What follows belongs to an exercise in optimizing a design on an open flow for small area, a short achievable clock period and few clock cycles per item; a production flow would make more cautious choices. At most, simulation tests tie the RTL to the original design; equivalence was not proved.

==> flow/design.v (excerpt) <==
module fq_muldiv32 (
    input  wire        clk,
    input  wire        rst,
    input  wire        in_valid,
    output wire        in_ready,
    input  wire [2:0]  fn,
    input  wire [31:0] a,
    input  wire [31:0] b,
    output reg         out_valid,
    output reg  [31:0] out_result
);
    reg        s_mul, s_divb, s_div, rdy, first;
    reg [32:0] X;           
    reg [33:0] Y;           
    reg [33:0] R;           
    reg [31:0] L;           
    reg [4:0]  cnt;         
    reg [2:0]  mtot;        
    reg        hi;          
    reg        want_rem, dneg;
    reg        an, bn;      
    reg [5:0]  lza, lzb;    
    reg        o_mul, o_div, o_hi, o_rem, o_neg;
    reg [2:0]  o_mtot;
    assign in_ready = rdy;
    wire accept = in_valid & rdy;
    wire last   = (cnt == 5'd1);
    wire a_sx = (fn == 3'd0) | (fn == 3'd1) | (fn == 3'd3);
    wire b_sx = (fn == 3'd0) | (fn == 3'd1);
    wire e_a  = a_sx & a[31];
    wire e_b  = b_sx & b[31];
    wire f1 = (b[31:7]  == {25{e_b}});
    wire f2 = (b[31:15] == {17{e_b}});
    wire f3 = (b[31:23] == {9{e_b}});
    wire f4 = (b[31] == e_b);
    wire g1 = (a[31:7]  == {25{e_a}});
    wire g2 = (a[31:15] == {17{e_a}});
    wire swap = ~fn[2] & ((g1 & ~f1) | (g2 & ~f2));
    wire [2:0] m_in = swap ? (g1 ? 3'd1 : 3'd2) :
                      f1 ? 3'd1 : f2 ? 3'd2 : f3 ? 3'd3 : f4 ? 3'd4 : 3'd5;
    wire an_in = fn[2] & ~fn[0] & a[31];
    wire bn_in = fn[2] & ~fn[0] & b[31];
    wire [31:0] a1 = a ^ {32{an_in}};
    wire [31:0] b1 = b ^ {32{bn_in}};
    wire [32:0] mx_in = swap ? {e_b, b} : {e_a, a1};
    wire [32:0] my_in = swap ? {e_a, a} : {e_b, b1};
    wire bz_in = (b == 32'd0);
    wire fq_in = bz_in |
                 ((a1[31:3]  == 29'd0) & (b1[31:4]  != 28'd0)) |
                 ((a1[31:7]  == 25'd0) & (b1[31:8]  != 24'd0)) |
                 ((a1[31:11] == 21'd0) & (b1[31:12] != 20'd0)) |
                 ((a1[31:15] == 17'd0) & (b1[31:16] != 16'd0)) |
                 ((a1[31:19] == 13'd0) & (b1[31:20] != 12'd0)) |
                 ((a1[31:23] == 9'd0)  & (b1[31:24] != 8'd0))  |
                 ((a1[31:27] == 5'd0)  & (b1[31:28] != 4'd0));
    reg  [3:0] bneg, bone, btwo;
    wire [8:0] yd_n = accept ? {my_in[7:0], 1'b0} : Y[16:8];
    reg  [3:0] bneg_n, bone_n, btwo_n;
    integer k;
  ...
export LEC_CHECK = 0
export CAP_MARGIN = 70
export CORE_MARGIN = 2
export CORE_UTILIZATION = 40
export SLEW_MARGIN = 70
create_clock -name core_clock -period 15.0 [get_ports {clk}]
standard.sh (not shown) runs the stock make flow with config.mk's settings and CLKGATE_MAP_FILE= SYNTH_SCRIPT=/design/flow/synth_recipe.tcl, a recipe that flattens the netlist after the stock synthesis.
==> flow/flow/run.sh <==
#!/bin/bash
# Standard layout, with the timing repair steps asked to leave extra setup slack.
set -euo pipefail
export SETUP_SLACK_MARGIN=9
bash standard.sh > standard_flow.log 2>&1
The baseline ran to the end with no violations.
Then changed:
==> flow/flow/run.sh (replaced) <==
#!/bin/bash
# Standard layout, with Yosys's own Brent-Kung carry-lookahead for adders
# (no Kogge-Stone extra map) and the timing repair steps asked to leave
# extra setup slack.
set -euo pipefail
export SYNTH_OPERATIONS_ARGS=-no-rw-check
export SETUP_SLACK_MARGIN=10
bash standard.sh > standard_flow.log 2>&1
Worst setup slack gets better by 28 ps.
Die area came out lower by 6.4%.
Core utilization came out higher by 2.3 points.
Sequential share of layout area came out higher by 0.33 points.
Area after synthesis came out lower by 6.5%.
Final cell count came out lower by 11%.
Register-to-register slack stays flat.
Final area came out lower by 2.3%.
Wire length came out lower by 18%.
Non-clock buffer count came out higher by 64.
Then changed:
==> flow/flow/run.sh (replaced) <==
#!/bin/bash
# Standard layout, with the timing repair steps asked to leave extra setup slack.
set -euo pipefail
export SETUP_SLACK_MARGIN=10
bash standard.sh > standard_flow.log 2>&1
Utilization increases by 0.31 points.
Register-to-register slack gains 800 ps.
Synthesized cell count increases by 16%.
Critical path depth decreases by 9.
Global-route usage increases by 4.6 points.
No functional check of the RTL was part of any run of this note.


fq_muldiv32, a different RTL version from the one above (not shown whole).
Size: about 3,500 cells after synthesis, ~200 flip-flops.
clock: 15.0 ns
lec_check: 0
cap_margin: 20
core_margin: 2
core_utilization: 55
slew_margin: 20
==> flow/flow/run.sh <==
#!/bin/bash
# Standard layout, with Yosys's own Brent-Kung carry-lookahead for adders
# (no Kogge-Stone extra map) and the timing repair steps asked to leave
# extra setup slack.
set -euo pipefail
export SYNTH_OPERATIONS_ARGS=-no-rw-check
export SETUP_SLACK_MARGIN=9
bash standard.sh > standard_flow.log 2>&1
Testbench counts at the start, summed over its fixed seeds: cycles 39,819, items 12,000.
Rerun with:
--- a/flow/config.mk
+++ b/flow/config.mk
@@ -8 +8 @@
-export CAP_MARGIN = 20
+export CAP_MARGIN = 70
@@ -11 +11 @@
-export SLEW_MARGIN = 20
+export SLEW_MARGIN = 70
Result: Non-clock buffer count is higher by 29; count of clock-buffer cells in the layout climbs by 5.
Rerun with:
==> flow/flow/run.sh (replaced) <==
#!/bin/bash
# Standard layout, with the timing repair steps asked to leave extra setup slack.
set -euo pipefail
export SETUP_SLACK_MARGIN=10
bash standard.sh > standard_flow.log 2>&1
--- a/flow/config.mk
+++ b/flow/config.mk
@@ -10 +10 @@
-export CORE_UTILIZATION = 55
+export CORE_UTILIZATION = 40
Outcome: The changed run passed the timing, design-rule and antenna checks. Sequential cell count is unchanged. Core utilization is lower by 11 points. First-iteration DRC count hardly moves.
Rerun with:
==> flow/flow/run.sh (replaced) <==
#!/bin/bash
# Standard layout, with Yosys's own Brent-Kung carry-lookahead for adders
# (no Kogge-Stone extra map) and the timing repair steps asked to leave
# extra setup slack.
set -euo pipefail
export SYNTH_OPERATIONS_ARGS=-no-rw-check
export SETUP_SLACK_MARGIN=9
bash standard.sh > standard_flow.log 2>&1
Effect: Global-route usage decreases by 4.9 points; flip-flop and latch count does not change; wire length decreases by 19%.
Rerun with:
==> flow/flow/run.sh (replaced) <==
#!/bin/bash
# Standard layout, with the timing repair steps asked to leave extra setup slack.
set -euo pipefail
export SETUP_SLACK_MARGIN=9
bash standard.sh > standard_flow.log 2>&1
Effect:
- The changed run completed without violations
- final cell count grows by 7.3%
- cell area goes up by 2.3%
- register-to-register slack gets worse by 80 ps
- core utilization shrinks by 0.65 points
- wire length went up by 16%
- hold slack is better by 70 ps


fq_muldiv32, a different RTL version from the one above (not shown whole).
For scale: roughly 3,400 cells after synthesis, roughly 100 I/O pins, roughly 0.028 mm2 of cells after synthesis.
==> flow/config.mk <==
export PLATFORM = sky130hd
export DESIGN_NAME = fq_muldiv32
export DESIGN_NICKNAME = fq_muldiv32
export VERILOG_FILES = /design/flow/design.v
export SDC_FILE = /design/flow/constraint.sdc
export NUM_CORES = 4
export LEC_CHECK = 0
export CAP_MARGIN = 70
export CORE_MARGIN = 2
export CORE_UTILIZATION = 55
export SLEW_MARGIN = 70
==> flow/constraint.sdc <==
create_clock -name core_clock -period 15.0 [get_ports {clk}]
set_input_delay 3.0000 -clock core_clock [delete_from_list [all_inputs] [get_ports {clk}]]
set_output_delay 3.0000 -clock core_clock [all_outputs]
set_load 0.01 [all_outputs]
==> flow/flow/run.sh <==
#!/bin/bash
# Standard layout, with Yosys's own Brent-Kung carry-lookahead for adders
# (no Kogge-Stone extra map) and the timing repair steps asked to leave
# extra setup slack.
set -euo pipefail
export SYNTH_OPERATIONS_ARGS=-no-rw-check
export SETUP_SLACK_MARGIN=9
bash standard.sh > standard_flow.log 2>&1
The baseline went through all stages and came out clean.
Testbench counts at the start, summed over its fixed seeds: cycles 39,819, items 12,000.
Rerun with:
CAP_MARGIN = 20   (was 70)
CORE_UTILIZATION = 50   (was 55)
SLEW_MARGIN = 20   (was 70)
The changed run passed the timing, design-rule and antenna checks.
Final cell count rises by 1.9%.
Synthesized cell count stays the same.
Utilization falls by 6.9 points.
Wire length rises by about 7%.


RTL: one of the versions met above, not the one the previous note started from.
For scale: about 100 I/O pins, about 29000 um^2 of cells after synthesis.
## fq_muldiv32
module fq_muldiv32 (
    input  wire        clk,
    input  wire        rst,
    input  wire        in_valid,
    output wire        in_ready,
    input  wire [2:0]  fn,
    input  wire [31:0] a,
    input  wire [31:0] b,
    output reg         out_valid,
    output reg  [31:0] out_result
);
==> flow/config.mk <==
export PLATFORM = sky130hd
export DESIGN_NAME = fq_muldiv32
export DESIGN_NICKNAME = fq_muldiv32
export VERILOG_FILES = /design/flow/design.v
export SDC_FILE = /design/flow/constraint.sdc
export NUM_CORES = 4
export LEC_CHECK = 0
export CAP_MARGIN = 70
export CORE_MARGIN = 2
export CORE_UTILIZATION = 40
export SLEW_MARGIN = 70
==> flow/constraint.sdc <==
create_clock -name core_clock -period 15.0 [get_ports {clk}]
set_input_delay 3.0000 -clock core_clock [delete_from_list [all_inputs] [get_ports {clk}]]
set_output_delay 3.0000 -clock core_clock [all_outputs]
set_load 0.01 [all_outputs]
==> flow/flow/run.sh <==
#!/bin/bash
# Standard layout, with the timing repair steps asked to leave extra setup slack.
set -euo pipefail
export SETUP_SLACK_MARGIN=11.5
bash standard.sh > standard_flow.log 2>&1
Testbench counts at the start, summed over its fixed seeds: cycles 39,819, items 12,000.
==> next run, changes <==
==> flow/flow/run.sh (replaced) <==
#!/bin/bash
# Standard layout, with Yosys's own Brent-Kung carry-lookahead for adders
# (no Kogge-Stone extra map) and the timing repair steps asked to leave
# extra setup slack.
set -euo pipefail
export SYNTH_OPERATIONS_ARGS=-no-rw-check
export SETUP_SLACK_MARGIN=8.5
bash standard.sh > standard_flow.log 2>&1
- CORE_UTILIZATION: 40 -> 55
Setup slack got worse by 650 ps; sequential cell count stays the same; worst hold slack improved by 43 ps; clock-buffer cell count climbs by 1.

## static timing again, ports no longer ideal
The results above use ideal ports. As a check the final layouts listed here were re-extracted and re-timed, cells and wires unchanged. Step 1: set_driving_cell puts a clkbuf_16 on clk and a buf_2 on each other input, an assumption about the parent block. Step 2 times the ports against the registers' clock, not the clock port: input delays grow and output delays shrink by t, the midpoint of the rising clock arrivals with the driver on. a / b / c = no drivers / after step 1 / after step 2; a / b = the first two.
run | t, ns | setup slack, ns | worst hold slack (ns) | cell pins on the clock port's net
the first run of note 1 | 0.649 | 9.160 / 9.176 / 8.546 | 0.434 / 0.434 / 0.434 | 1
the second run of note 1 | 0.640 | 9.188 / 9.188 / 9.188 | 0.420 / 0.420 / 0.420 | 1
the third run of note 1 | 0.661 | 9.887 / 9.884 / 9.223 | 0.415 / 0.415 / 0.415 | 1
the first run of note 2 | 0.626 | 9.056 / 9.056 / 8.500 | 0.446 / 0.446 / 0.446 | 1
the second run of note 2 | 0.630 | 9.091 / 9.091 / 8.645 | 0.445 / 0.445 / 0.445 | 1
the third run of note 2 | 0.649 | 9.097 / 9.097 / 8.843 | 0.422 / 0.422 / 0.422 | 1
the fourth run of note 2 | 0.648 | 9.047 / 9.047 / 8.525 | 0.422 / 0.422 / 0.422 | 1
the fifth run of note 2 | 0.648 | 8.969 / 8.969 / 8.664 | 0.492 / 0.492 / 0.492 | 1
the first run of note 3 | 0.639 | 9.108 / 9.108 / 8.543 | 0.408 / 0.408 / 0.408 | 1
the second run of note 3 | 0.623 | 9.083 / 9.088 / 8.494 | 0.419 / 0.419 / 0.419 | 1
the first run of note 4 | 0.653 | 9.262 / 9.262 / 8.858 | 0.403 / 0.403 / 0.403 | 1
the second run of note 4 | 0.627 | 8.613 / 8.613 / 8.487 | 0.446 / 0.446 / 0.446 | 1
After both steps setup and hold are still met in every run listed. For the third run of note 1, which loses most, drivers alone change the setup slack by -0.003 ns; drivers and shift together by -0.664 ns.
